Background: an optimization exercise with open tools, aiming at small area, a short achievable clock period and few clock cycles per item. Do not read the settings as production practice. RTL that was checked went through simulation tests only; none was proved equivalent to the original. No activity file was given, so power comes from the tool's default toggle rates.

Setup of oak:
// rs144_dec
module rs144_dec (
  input  wire        clk,
  input  wire        rst,
  input  wire        in_valid,
  output wire        in_ready,
  input  wire [7:0]  in_data,
  output wire        out_valid,
  input  wire        out_ready,
  output wire        out_fail,
  output wire [2:0]  out_nerr,
  output wire [31:0] out_pos,
  output wire [31:0] out_val
);
  function automatic [7:0] gf_mul(input [7:0] a, input [7:0] b);
    integer i;
    reg [7:0] p, aa;
    begin
      p  = 8'h00;
      aa = a;
      for (i = 0; i < 8; i = i + 1) begin
        if (b[i]) p = p ^ aa;
        aa = {aa[6:0], 1'b0} ^ (aa[7] ? 8'h1D : 8'h00);
      end
      gf_mul = p;
    end
  endfunction
  function automatic [7:0] to_tower(input [7:0] a);
    begin
      to_tower = ({8{a[0]}} & 8'h01) ^ ({8{a[1]}} & 8'h2b) ^ ({8{a[2]}} & 8'h40) ^
                 ({8{a[3]}} & 8'h21) ^ ({8{a[4]}} & 8'h32) ^ ({8{a[5]}} & 8'hc1) ^
                 ({8{a[6]}} & 8'h48) ^ ({8{a[7]}} & 8'h16);
    end
  endfunction
  function automatic [7:0] from_tower(input [7:0] a);
    begin
      from_tower = ({8{a[0]}} & 8'h01) ^ ({8{a[1]}} & 8'h4e) ^ ({8{a[2]}} & 8'h99) ^
                   ({8{a[3]}} & 8'h44) ^ ({8{a[4]}} & 8'h57) ^ ({8{a[5]}} & 8'h09) ^
                   ({8{a[6]}} & 8'h04) ^ ({8{a[7]}} & 8'h25);
    end
  endfunction
  function automatic [3:0] g16_mul(input [3:0] a, input [3:0] b);
    integer i;
    reg [3:0] p, aa;
    begin
      p  = 4'h0;
      aa = a;
      for (i = 0; i < 4; i = i + 1) begin
        if (b[i]) p = p ^ aa;
        aa = {aa[2:0], 1'b0} ^ (aa[3] ? 4'h3 : 4'h0);
      end
      g16_mul = p;
    end
  endfunction
  function automatic [3:0] g16_inv(input [3:0] a);
    begin
      case (a)
        4'h0: g16_inv = 4'h0;  4'h1: g16_inv = 4'h1;  4'h2: g16_inv = 4'h9;  4'h3: g16_inv = 4'he;
        4'h4: g16_inv = 4'hd;  4'h5: g16_inv = 4'hb;  4'h6: g16_inv = 4'h7;  4'h7: g16_inv = 4'h6;
        4'h8: g16_inv = 4'hf;  4'h9: g16_inv = 4'h2;  4'ha: g16_inv = 4'hc;  4'hb: g16_inv = 4'h5;
        4'hc: g16_inv = 4'ha;  4'hd: g16_inv = 4'h4;  4'he: g16_inv = 4'h3;  4'hf: g16_inv = 4'h8;
      endcase
    end
  endfunction
  ...
Size: ~460 flip-flops, about 82 I/O pins, ~23000 µm² of cells after synthesis.
export LEC_CHECK = 0
export CAP_MARGIN = 20
export CORE_MARGIN = 2
export CORE_UTILIZATION = 65
export CTS_CLUSTER_DIAMETER = 80
export CTS_CLUSTER_SIZE = 16
export PLACE_DENSITY = 0.75
export SLEW_MARGIN = 20
create_clock -name core_clock -period 10.0 [get_ports {clk}]
standard.sh (not shown) runs the stock make flow with config.mk's settings and CLKGATE_MAP_FILE= SYNTH_SCRIPT=/design/flow/synth_recipe.tcl, a recipe that flattens the netlist after the stock synthesis.
==> flow/flow/run.sh <==
#!/bin/bash
# Standard layout, with timing repair aimed below the design's period.
set -euo pipefail
bash standard.sh SETUP_SLACK_MARGIN=6.95 finish > flow_make.log 2>&1
The flow did not stop early for oak: all stages ran, and the layout cleared the timing, DRC and antenna checks.
Testbench counts of oak, summed over its fixed seeds: cycles 116,685, items 800.
Inputs modified between oak and pine:
- swapping 0.75 for 0.7 in PLACE_DENSITY
- swapping 16 for 18 in CTS_CLUSTER_SIZE
- swapping 65 for 60 in CORE_UTILIZATION
==> flow/flow/run.sh <==
#!/bin/bash
# Standard layout, with timing repair aimed below the design's period.
set -euo pipefail
bash standard.sh SETUP_SLACK_MARGIN=6.9 finish > flow_make.log 2>&1
Findings:
- Of pine and oak, it is pine that has the lower via count.
- Looking only at x dimension of the die, and setting everything else aside, the lower value of pine and oak goes to oak.
- Reported for pine and oak, initial antenna violation count turned out identical to the last digit.
- pine ended with every stage complete and zero timing, DRC or antenna violations.
- Re standard cell core area: oak was lower than pine.
- Non-clock buffer count, pine vs oak: down by a little under 10%
- In the final design statistics, pine uses more standard cells in total than oak.
- Comparing pine and oak, post-cts sizing count is higher on oak.
- Clock power in pine is about 10% lower than in oak
- pine can be clocked slower than oak.
- pine gives less final design area excluding fillers than oak did.
- Layout multi-input combinational cell count: oak vs pine, no meaningful difference

========
run 1:
rs144_dec, a different RTL version from the one above (not shown whole).
Size: about 2500 cells after synthesis, ~480 flip-flops, ~82 I/O pins, about 24000 sq um of cells after synthesis.
clock: 10.0 ns
lec_check: 0
cap_margin: 20
core_margin: 2
core_utilization: 30
place_density: 0.45
slew_margin: 20
==> flow/flow/run.sh <==
#!/bin/bash
# Standard layout, with timing repair aimed below the design's period.
set -euo pipefail
bash standard.sh SETUP_SLACK_MARGIN=6.5 finish > flow_make.log 2>&1
Run 1 completed end to end with timing, DRC and antenna clean.
Testbench counts of run 1, summed over its fixed seeds: cycles 117,456, items 800.
For run 2, these inputs were changed with respect to run 1:
==> flow/run.sh (new file) <==
#!/bin/bash
# synth_recipe.tcl (not shown) runs the flow's synth.tcl, then flattens the netlist and writes it again
# the make line also repeats each setting of config.mk as NAME=value (left out here)
make -C /OpenROAD-flow-scripts/flow DESIGN_CONFIG=/design/flow/config.mk WORK_HOME=/design/flow/orfs CLKGATE_MAP_FILE= SYNTH_SCRIPT=/design/flow/synth_recipe.tcl finish
removed: flow/flow/run.sh
removed: flow/standard.sh
## What came out
Via count went up slightly going from run 1 to run 2.
Looking at run 1 and run 2, the area of all sequential standard cells is a wash.
Taking run 1 as the reference, in run 2 post-layout minimum cycle time went up 0.98 ns, routed wirelength normalized by instance count saw an increase.
Routed wire in run 2 totals more than in run 1.
As far as combinational gate power is concerned, run 1 and run 2 perform about the same.
Compare run 1 and run 2 | combinational share of power lower: run 1
For run 3, these inputs were changed with respect to run 2:
- a change of CORE_UTILIZATION from 30 to 60
- a change of PLACE_DENSITY from 0.45 to 0.7
==> flow/flow/run.sh (new file) <==
#!/bin/bash
# Standard layout, with timing repair aimed below the design's period.
set -euo pipefail
bash standard.sh SETUP_SLACK_MARGIN=7.0 finish > flow_make.log 2>&1
==> flow/standard.sh (new file) <==
#!/bin/bash
# synth_recipe.tcl (not shown) runs the flow's synth.tcl, then flattens the netlist and writes it again
# the make line also repeats each setting of config.mk as NAME=value (left out here)
make -C /OpenROAD-flow-scripts/flow DESIGN_CONFIG=/design/flow/config.mk WORK_HOME=/design/flow/orfs CLKGATE_MAP_FILE= SYNTH_SCRIPT=/design/flow/synth_recipe.tcl "${@:-finish}"
removed: flow/run.sh
--- outcome ---
Re register share of total power: run 2 and run 3 aren't equal, and the lower value belongs to run 2.
Min transition time of the tightest slew-check pin across run 2 and run 3: run 2
In run 3 the global-route usage turned out 12 points higher than in run 2.

========
rs144_dec, a different RTL version from the one above (not shown whole).
Size: ~2400 cells after synthesis, roughly 23000 sq um of cells after synthesis.
Design rs144_dec, start of the top module:
module rs144_dec (
  input  wire        clk,
  input  wire        rst,
  input  wire        in_valid,
  output wire        in_ready,
  input  wire [7:0]  in_data,
  output wire        out_valid,
  input  wire        out_ready,
  output wire        out_fail,
  output wire [2:0]  out_nerr,
  output wire [31:0] out_pos,
  output wire [31:0] out_val
);
Settings: LEC_CHECK=0, CAP_MARGIN=20, CORE_MARGIN=2, CORE_UTILIZATION=50, CTS_CLUSTER_DIAMETER=100, CTS_CLUSTER_SIZE=20, PLACE_DENSITY=0.6, SLEW_MARGIN=20; clock period 10.0 ns.
==> flow/flow/run.sh <==
#!/bin/bash
# Standard layout, with timing repair aimed below the design's period.
set -euo pipefail
bash standard.sh SETUP_SLACK_MARGIN=6.85 finish > flow_make.log 2>&1
Edit:
==> flow/flow/run.sh (replaced) <==
#!/bin/bash
# Standard layout, with timing repair aimed below the design's period.
set -euo pipefail
bash standard.sh SETUP_SLACK_MARGIN=6.95 finish > flow_make.log 2>&1
Settings changed: CORE_UTILIZATION 50 to 60, PLACE_DENSITY 0.6 to 0.7.
Flip-flop and latch count does not change; utilization grows by 12 points; die area shrinks by about 16%; non-clock buffer count grows by 28; via count grows by 3.1%; total power grows by 2.1%; synthesized area is unchanged.
No functional check of the RTL was part of any run of this note.

========
rs144_dec with an RTL version that a note above also has.
Size in the first run: roughly 2500 cells after synthesis, roughly 480 flip-flops, ~82 I/O pins, ~24000 sq um of cells after synthesis.
// rs144_dec
module rs144_dec (
  input  wire        clk,
  input  wire        rst,
  input  wire        in_valid,
  output wire        in_ready,
  input  wire [7:0]  in_data,
  output wire        out_valid,
  input  wire        out_ready,
  output wire        out_fail,
  output wire [2:0]  out_nerr,
  output wire [31:0] out_pos,
  output wire [31:0] out_val
);
clock: 10.0 ns
lec_check: 0
cap_margin: 20
core_margin: 2
core_utilization: 30
place_density: 0.45
slew_margin: 20
==> flow/flow/run.sh <==
#!/bin/bash
# Standard layout, with timing repair aimed below the design's period.
set -euo pipefail
bash standard.sh SETUP_SLACK_MARGIN=7.0 finish > flow_make.log 2>&1
The baseline produced a clean layout.
Testbench counts at the start, summed over its fixed seeds: cycles 117,456, items 800.
Then changed:
--- a/flow/config.mk
+++ b/flow/config.mk
@@ -10,2 +10,4 @@
-export CORE_UTILIZATION = 30
-export PLACE_DENSITY = 0.45
+export CORE_UTILIZATION = 60
+export CTS_CLUSTER_DIAMETER = 100
+export CTS_CLUSTER_SIZE = 30
+export PLACE_DENSITY = 0.7
After rerunning: The new run produced a clean layout. Sequential power stays flat. Setup slack loses 44 ps. Total power drops by 22%. Clock-buffer cell count drops by 40. Wire length drops by 9.0%. Via count climbs by 3.2%.

========
RTL: one of the versions met above, not the one the previous note started from.
Size in the first run: about 2,500 cells after synthesis, about 460 flip-flops, about 82 I/O pins, roughly 0.023 mm^2 of cells after synthesis.
// rs144_dec
module rs144_dec (
  input  wire        clk,
  input  wire        rst,
  input  wire        in_valid,
  output wire        in_ready,
  input  wire [7:0]  in_data,
  output wire        out_valid,
  input  wire        out_ready,
  output wire        out_fail,
  output wire [2:0]  out_nerr,
  output wire [31:0] out_pos,
  output wire [31:0] out_val
);
clock: 10.0 ns
lec_check: 0
cap_margin: 20
core_margin: 2
core_utilization: 60
cts_cluster_diameter: 100
cts_cluster_size: 24
place_density: 0.8
slew_margin: 20
==> flow/flow/run.sh <==
#!/bin/bash
# Standard layout, with timing repair aimed below the design's period.
set -euo pipefail
bash standard.sh SETUP_SLACK_MARGIN=6.9 finish > flow_make.log 2>&1
The baseline completed without violations.
Testbench counts at the start, summed over its fixed seeds: cycles 116,685, items 800.
Then changed:
- ABC_CLOCK_PERIOD_IN_PS: default -> 3000
- CTS_CLUSTER_SIZE: 24 -> 20
- PLACE_DENSITY: 0.8 -> 0.7
What happened:
- The changed run produced a clean layout
- die area does not change
- clock skew decreases by 25 ps
- synthesized area stays the same
- power increases by 0.49%
- cell count is about the same
- clock-buffer cell count increases by 8
- hold slack gets better by 7.8 ps
- setup slack gets better by 18 ps
- wire length increases by 0.57%
- critical path depth does not change
- fmax increases by 0.60%
Then changed:
- ABC_CLOCK_PERIOD_IN_PS: 3000 -> default
- CORE_UTILIZATION: 60 -> 55
- CTS_CLUSTER_DIAMETER: 100 -> 80
- CTS_CLUSTER_SIZE: 20 -> 16
- PLACE_DENSITY: 0.7 -> 0.65
What happened: Routed wire length rose by 1.8%. Synthesized cell count does not change. Combinational power barely changes. Sequential share of layout area shrinks by 0.43 points. Worst setup slack improves by 8.7 ps. Total power goes up by 3.0%. Design area came out higher by 1.0%. Global-route usage shrinks by 1.9 points. Register-to-register slack barely changes. Cell count rises by 0.94%.
Then changed:
==> flow/flow/run.sh (replaced) <==
#!/bin/bash
# Standard layout, with timing repair aimed below the design's period.
set -euo pipefail
bash standard.sh SETUP_SLACK_MARGIN=6.8 finish > flow_make.log 2>&1
- CORE_UTILIZATION: 55 -> 60
- CTS_CLUSTER_DIAMETER: 80 -> 100
- CTS_CLUSTER_SIZE: 16 -> 20
- PLACE_DENSITY: 0.65 -> 0.7
After rerunning: The new run completed without violations; synthesized cell count does not change; cell area is lower by 1.4%; sequential share of layout area is higher by 0.31 points; power is lower by 3.0%.

port drivers added, routing unchanged:
No port has a modelled driver above. Below, the same layouts with a new extraction and two added sets of constraints. Step 1 (the two cells are an assumption about what drives the block):
set clk [get_ports {clk}]
set_driving_cell -lib_cell sky130_fd_sc_hd__clkbuf_16 $clk
set_driving_cell -lib_cell sky130_fd_sc_hd__buf_2 [delete_from_list [all_inputs] $clk]
Step 2 times the ports against the registers' clock, not the clock port: input delays grow and output delays shrink by t, the midpoint of the rising clock arrivals with the driver on. Three values: ideal ports, drivers, drivers and shift; two values: the first two.
run | shift t [ns] | setup WS [ns] | clock arrival spread, ns | pins driven straight from the clock port
oak | 0.581 | 6.968 / 6.912 / 6.459 | 0.025 / 0.026 | 1
pine | 0.619 | 6.939 / 6.883 / 6.409 | 0.021 / 0.021 | 1
run 1 | 0.672 | 6.576 / 6.558 / 5.945 | 0.055 / 0.054 | 1
run 2 | 0.661 | 5.598 / 5.634 / 4.973 | 0.024 / 0.024 | 1
run 3 | 0.647 | 6.790 / 6.736 / 6.473 | 0.036 / 0.036 | 1
the first run of note 3 | 0.619 | 6.889 / 6.829 / 6.337 | 0.019 / 0.019 | 1
the second run of note 3 | 0.603 | 6.944 / 6.907 / 6.339 | 0.023 / 0.023 | 1
the first run of note 4 | 0.657 | 6.800 / 6.739 / 6.413 | 0.035 / 0.035 | 1
the second run of note 4 | 0.616 | 6.756 / 6.703 / 6.455 | 0.052 / 0.052 | 1
the first run of note 5 | 0.617 | 6.926 / 6.872 / 6.372 | 0.051 / 0.050 | 1
the second run of note 5 | 0.627 | 6.945 / 6.888 / 6.361 | 0.025 / 0.025 | 1
the third run of note 5 | 0.604 | 6.953 / 6.894 / 6.407 | 0.022 / 0.022 | 1
the fourth run of note 5 | 0.614 | 6.844 / 6.790 / 6.303 | 0.034 / 0.034 | 1
After both steps setup and hold are still met in every run listed. For run 1, which loses most, drivers alone change the setup slack by -0.018 ns; drivers and shift together by -0.631 ns.
